Source: an optimization exercise on an open RTL-to-GDS flow (aim: small area and a short achievable clock period). Production flows keep margins and buffers that such runs may drop. In this exercise RTL edits were held to simulation tests only and were not proved equivalent to the original. The clock port is modelled as an ideal driver; clocking choices that lean on that would not hold on a real chip.

Setup of v48:
## ring_rx_check
module ring_rx_check (
    input  wire        clk,
    input  wire        rst,           
    input  wire        col_valid,     
    input  wire [39:0] col_code,      
    input  wire        los,           
    output reg         v_valid,       
    output reg  [3:0]  v_reason,      
    output reg  [9:0]  v_len,         
    output wire [95:0] v_hdr,         
    output reg  [15:0] cnt_good,
    output reg  [15:0] cnt_hcrc,
    output reg  [15:0] cnt_bad,
    output wire [63:0] cnt_cv         
);
Size in the first run: about 2300 cells after synthesis, roughly 440 flip-flops, ~270 I/O pins, roughly 0.023 mm2 of cells after synthesis.
Settings: LEC_CHECK=0, CAP_MARGIN=20, CORE_MARGIN=2, CORE_UTILIZATION=60, SLEW_MARGIN=20, SYNTH_MEMORY_MAX_BITS=16384; clock period 11.0 ns.
standard.sh (not shown) runs the stock make flow with config.mk's settings and CLKGATE_MAP_FILE= SYNTH_SCRIPT=/design/flow/synth_recipe.tcl, a recipe that flattens the netlist after the stock synthesis.
==> flow/flow/run.sh <==
#!/bin/bash
# The standard layout (standard.sh: the standard synthesis and ORFS steps,
# unchanged), with two settings changed for the make run:
#  - CTS_ARGS: ORFS's own clock_tree_synthesis arguments without the dummy
#    loads CTS adds to balance the tree.
# Every ORFS step writes its own log under orfs/logs; make's output goes to
# make.log here.
set -euo pipefail
bash standard.sh SETUP_SLACK_MARGIN=7.7 \
    "CTS_ARGS=-sink_clustering_enable -repair_clock_nets -dont_use_dummy_load -sink_clustering_levels 1" \
    "BUFFER_PORTS_ARGS=-buffer_cell sky130_fd_sc_hd__buf_1" \
    finish > make.log 2>&1
### v48 -> v50
--- a/flow/flow/run.sh
+++ b/flow/flow/run.sh
@@ -9,4 +9,5 @@
 bash standard.sh SETUP_SLACK_MARGIN=7.7 \
-    "CTS_ARGS=-sink_clustering_enable -repair_clock_nets -dont_use_dummy_load -sink_clustering_levels 1" \
+    "CTS_ARGS=-sink_clustering_enable -repair_clock_nets -dont_use_dummy_load" \
     "BUFFER_PORTS_ARGS=-buffer_cell sky130_fd_sc_hd__buf_1" \
+    RECOVER_POWER=100 \
     finish > make.log 2>&1
==> comparison <==
The layout from v50, despite a flow that completed every stage, fails the layout checks, with the failing checks listed as capacitance limit, slew limit. The higher stage delay of the slowest cell on the critical path of v48 and v50 is in v50. Utilization v48 -> v50: down. Sequential share of cell area: v48 vs v50, no meaningful difference. Final period utilization, v48 and v50, higher one = v50. Comparing v50 with v48, the worst hold slack came out essentially unchanged. Summary of v50 over v48: depth of the worst register-to-register path went up 1, maximum fanout along the worst path went up 97, count of mapped cells out of synthesis held. Run comparison: v48 critical path class flip-flop to primary output; v50 critical path class input pin to flip-flop.
--- input diff v50..v2 ---
--- a/flow/flow/run.sh
+++ b/flow/flow/run.sh
@@ -11,3 +11,2 @@
     "BUFFER_PORTS_ARGS=-buffer_cell sky130_fd_sc_hd__buf_1" \
-    RECOVER_POWER=100 \
     finish > make.log 2>&1
### Flow results
On number of top-level pins, v2 and v50 are basically level.
Of v2 and v50, it is v2 that has the higher proportion of layout cells with a drive suffix above 1.
Reported for v2 and v50, cell count turned out identical to the last digit.
v2: sequential cell area higher than v50
Compared with v50, v2 degrades cell area.
Note that the achievable frequency recorded for v50 amounts to 0.55 times the value seen in v2.
v2 completed every stage of the flow, and the final layout passed the timing, design-rule and antenna checks.
Count of placed standard cells including taps: v2 vs v50 — no meaningful difference
Sequential portion of the cell area across v2 and v50: no real change.
## Diff of input files: v51 against v2
--- a/flow/flow/run.sh
+++ b/flow/flow/run.sh
@@ -8,3 +8,3 @@
 set -euo pipefail
-bash standard.sh SETUP_SLACK_MARGIN=7.7 \
+bash standard.sh SETUP_SLACK_MARGIN=7.55 \
     "CTS_ARGS=-sink_clustering_enable -repair_clock_nets -dont_use_dummy_load" \
Comparing v2 with v51, the clock-pin transition on the worst setup and hold timing paths came out essentially unchanged.
Synthesized cell count: v2 vs v51 identical
Re met3 layer wire length in the routed design: v2 and v51 aren't equal, and the higher value belongs to v2.
Compared with v2, v51 shows a utilization that is 4.2 points lower.
Routed wire length (higher): v2
Inputs modified between v51 and v10:
--- a/flow/flow/run.sh
+++ b/flow/flow/run.sh
@@ -8,3 +8,3 @@
 set -euo pipefail
-bash standard.sh SETUP_SLACK_MARGIN=7.55 \
+bash standard.sh SETUP_SLACK_MARGIN=7.68 \
     "CTS_ARGS=-sink_clustering_enable -repair_clock_nets -dont_use_dummy_load" \
[summary]
- Initial core utilization: v51 vs v10 identical
- [compare] base=v51 new=v10: layout overhead on the synthesized area climbed 4.6 points, proportion of layout cells with a drive suffix above 1 rose by 12 points.


quartz:
ring_rx_check, a different RTL version from the one above (not shown whole).
For scale: roughly 2,300 cells after synthesis, ~270 I/O pins.
## ring_rx_check
module ring_rx_check (
    input  wire        clk,
    input  wire        rst,           
    input  wire        col_valid,     
    input  wire [39:0] col_code,      
    input  wire        los,           
    output reg         v_valid,       
    output reg  [3:0]  v_reason,      
    output reg  [9:0]  v_len,         
    output wire [95:0] v_hdr,         
    output reg  [15:0] cnt_good,
    output reg  [15:0] cnt_hcrc,
    output reg  [15:0] cnt_bad,
    output wire [63:0] cnt_cv         
);
    localparam [3:0] R_GOOD      = 4'd0;
    localparam [3:0] R_HCRC      = 4'd1;
    localparam [3:0] R_LL_BAD    = 4'd2;
    localparam [3:0] R_SHORT     = 4'd3;
    localparam [3:0] R_LONG      = 4'd4;
    localparam [3:0] R_UNALIGNED = 4'd5;
    localparam [3:0] R_TRAILER   = 4'd6;
    localparam [3:0] R_ENDBAD    = 4'd7;
    localparam [3:0] R_CONTROL   = 4'd8;
    localparam [3:0] R_LANEFAULT = 4'd9;
  ...
==> flow/config.mk <==
export PLATFORM = sky130hd
export DESIGN_NAME = ring_rx_check
export DESIGN_NICKNAME = ring_rx_check
export VERILOG_FILES = /design/flow/design.v
export SDC_FILE = /design/flow/constraint.sdc
export NUM_CORES = 4
export LEC_CHECK = 0
export CAP_MARGIN = 20
export CORE_MARGIN = 2
export CORE_UTILIZATION = 60
export SLEW_MARGIN = 20
export SYNTH_MEMORY_MAX_BITS = 16384
==> flow/constraint.sdc <==
create_clock -name core_clock -period 11.0 [get_ports {clk}]
set_input_delay 2.2000 -clock core_clock [delete_from_list [all_inputs] [get_ports {clk}]]
set_output_delay 2.2000 -clock core_clock [all_outputs]
set_load 0.01 [all_outputs]
==> flow/flow/run.sh <==
#!/bin/bash
# The standard layout (standard.sh: the standard synthesis and ORFS steps,
# unchanged), with two settings changed for the make run:
#  - CTS_ARGS: ORFS's own clock_tree_synthesis arguments without the dummy
#    loads CTS adds to balance the tree.
# Every ORFS step writes its own log under orfs/logs; make's output goes to
# make.log here.
set -euo pipefail
bash standard.sh SETUP_SLACK_MARGIN=7.7 \
    "CTS_ARGS=-sink_clustering_enable -repair_clock_nets -dont_use_dummy_load -sink_clustering_size 20 -sink_clustering_max_diameter 50" \
    finish > make.log 2>&1
Changes in zinc relative to quartz:
# quartz
export LEC_CHECK = 0
export CAP_MARGIN = 20
export CORE_MARGIN = 2
export CORE_UTILIZATION = 60
export SLEW_MARGIN = 20
export SYNTH_MEMORY_MAX_BITS = 16384
create_clock -name core_clock -period 11.0 [get_ports {clk}]
# zinc
export LEC_CHECK = 0
export CAP_MARGIN = 20
export CORE_MARGIN = 2
export CORE_UTILIZATION = 70
export SLEW_MARGIN = 20
export SYNTH_MEMORY_MAX_BITS = 16384
create_clock -name core_clock -period 11.0 [get_ports {clk}]
--- a/flow/flow/run.sh
+++ b/flow/flow/run.sh
@@ -8,4 +8,4 @@
 set -euo pipefail
 bash standard.sh SETUP_SLACK_MARGIN=7.7 \
-    "CTS_ARGS=-sink_clustering_enable -repair_clock_nets -dont_use_dummy_load -sink_clustering_size 20 -sink_clustering_max_diameter 50" \
+    "CTS_ARGS=-sink_clustering_enable -repair_clock_nets -dont_use_dummy_load" \
     finish > make.log 2>&1
--- outcome ---
The setup slack of zinc is smaller than that of quartz.
zinc vs. quartz: signed area change from the synthesized netlist to the final layout saw an increase, HPWL after detailed placement saw an increase, number of antenna violations at the first check in global routing saw an increase.
Re global-route wire length before repair: zinc is about 13% up on quartz.
Count of placed standard cells including taps, quartz and zinc: smaller value in zinc
Looking at clock buffer count from CTS, zinc sits 10% above quartz.
Taking quartz as the reference point, the met3 layer usage reported by global route of zinc rises by 5.4 points.
Vias: zinc more than quartz
Cmp zinc vs quartz: pin slew with the least headroom to its limit lower in zinc
The inputs of garnet differ from those of zinc as listed below.
# zinc
export LEC_CHECK = 0
export CAP_MARGIN = 20
export CORE_MARGIN = 2
export CORE_UTILIZATION = 70
export SLEW_MARGIN = 20
export SYNTH_MEMORY_MAX_BITS = 16384
create_clock -name core_clock -period 11.0 [get_ports {clk}]
# garnet
export LEC_CHECK = 0
export CAP_MARGIN = 20
export CORE_MARGIN = 2
export CORE_UTILIZATION = 60
export SLEW_MARGIN = 20
export SYNTH_MEMORY_MAX_BITS = 16384
create_clock -name core_clock -period 11.0 [get_ports {clk}]
--- a/flow/flow/run.sh
+++ b/flow/flow/run.sh
@@ -7,5 +7,5 @@
 # make.log here.
 set -euo pipefail
-bash standard.sh SETUP_SLACK_MARGIN=7.7 \
-    "CTS_ARGS=-sink_clustering_enable -repair_clock_nets -dont_use_dummy_load" \
+bash standard.sh SETUP_SLACK_MARGIN=7.85 \
+    "CTS_ARGS=-sink_clustering_enable -repair_clock_nets -dont_use_dummy_load -sink_clustering_size 20 -sink_clustering_max_diameter 50" \
     finish > make.log 2>&1
Results
Between zinc and garnet, the cell area is lower for zinc. Fill cell total of the finished layout came out higher on garnet than on zinc. zinc -> garnet: number of buffers outside the clock class in the layout increased by more than 10%. When the final numbers for zinc and garnet were put side by side, the sequential share of layout area turned out to be greater in zinc. garnet — detailed-router iteration count before antenna repair 3 lower, zinc as reference. Looking at transition at the pin with the smallest max-transition slack, garnet sits above zinc. Row overall routed net length: garnet lower / zinc higher.

## static timing again, ports no longer ideal
The results above use ideal ports. As a check the final layouts listed here were re-extracted and re-timed, cells and wires unchanged.
Step 1 (the two cells are an assumption about what drives the block):
set clk [get_ports {clk}]
set_driving_cell -lib_cell sky130_fd_sc_hd__clkbuf_16 $clk
set_driving_cell -lib_cell sky130_fd_sc_hd__buf_2 [delete_from_list [all_inputs] $clk]
Step 2, shift: input delay + t, output delay - t, t = (earliest + latest rising clock arrival at the registers) / 2. This alone moves slack from input paths to output paths.
Three values: no drivers, after step 1, after step 2; two values: the first two.
run | shift t [ns] | setup slack, ns | worst setup path at the end | worst data-port slew with drivers (ns)
v48 | 0.623 | 7.594 / 7.537 / 7.368 | input to register | 0.07
v50 | 0.622 | 4.762 / 4.789 / 4.167 | input to register | 0.07
v2 | 0.623 | 7.594 / 7.537 / 7.368 | input to register | 0.07
v51 | 0.620 | 7.587 / 7.529 / 7.126 | input to register | 0.07
v10 | 0.623 | 7.619 / 7.562 / 7.392 | input to register | 0.07
quartz | 0.602 | 7.607 / 7.548 / 7.315 | input to register | 0.08
zinc | 0.637 | 7.530 / 7.472 / 6.978 | input to register | 0.09
garnet | 0.601 | 7.603 / 7.548 / 7.303 | input to register | 0.09
For v50, which loses most, drivers alone change the setup slack by +0.027 ns; drivers and shift together by -0.595 ns.
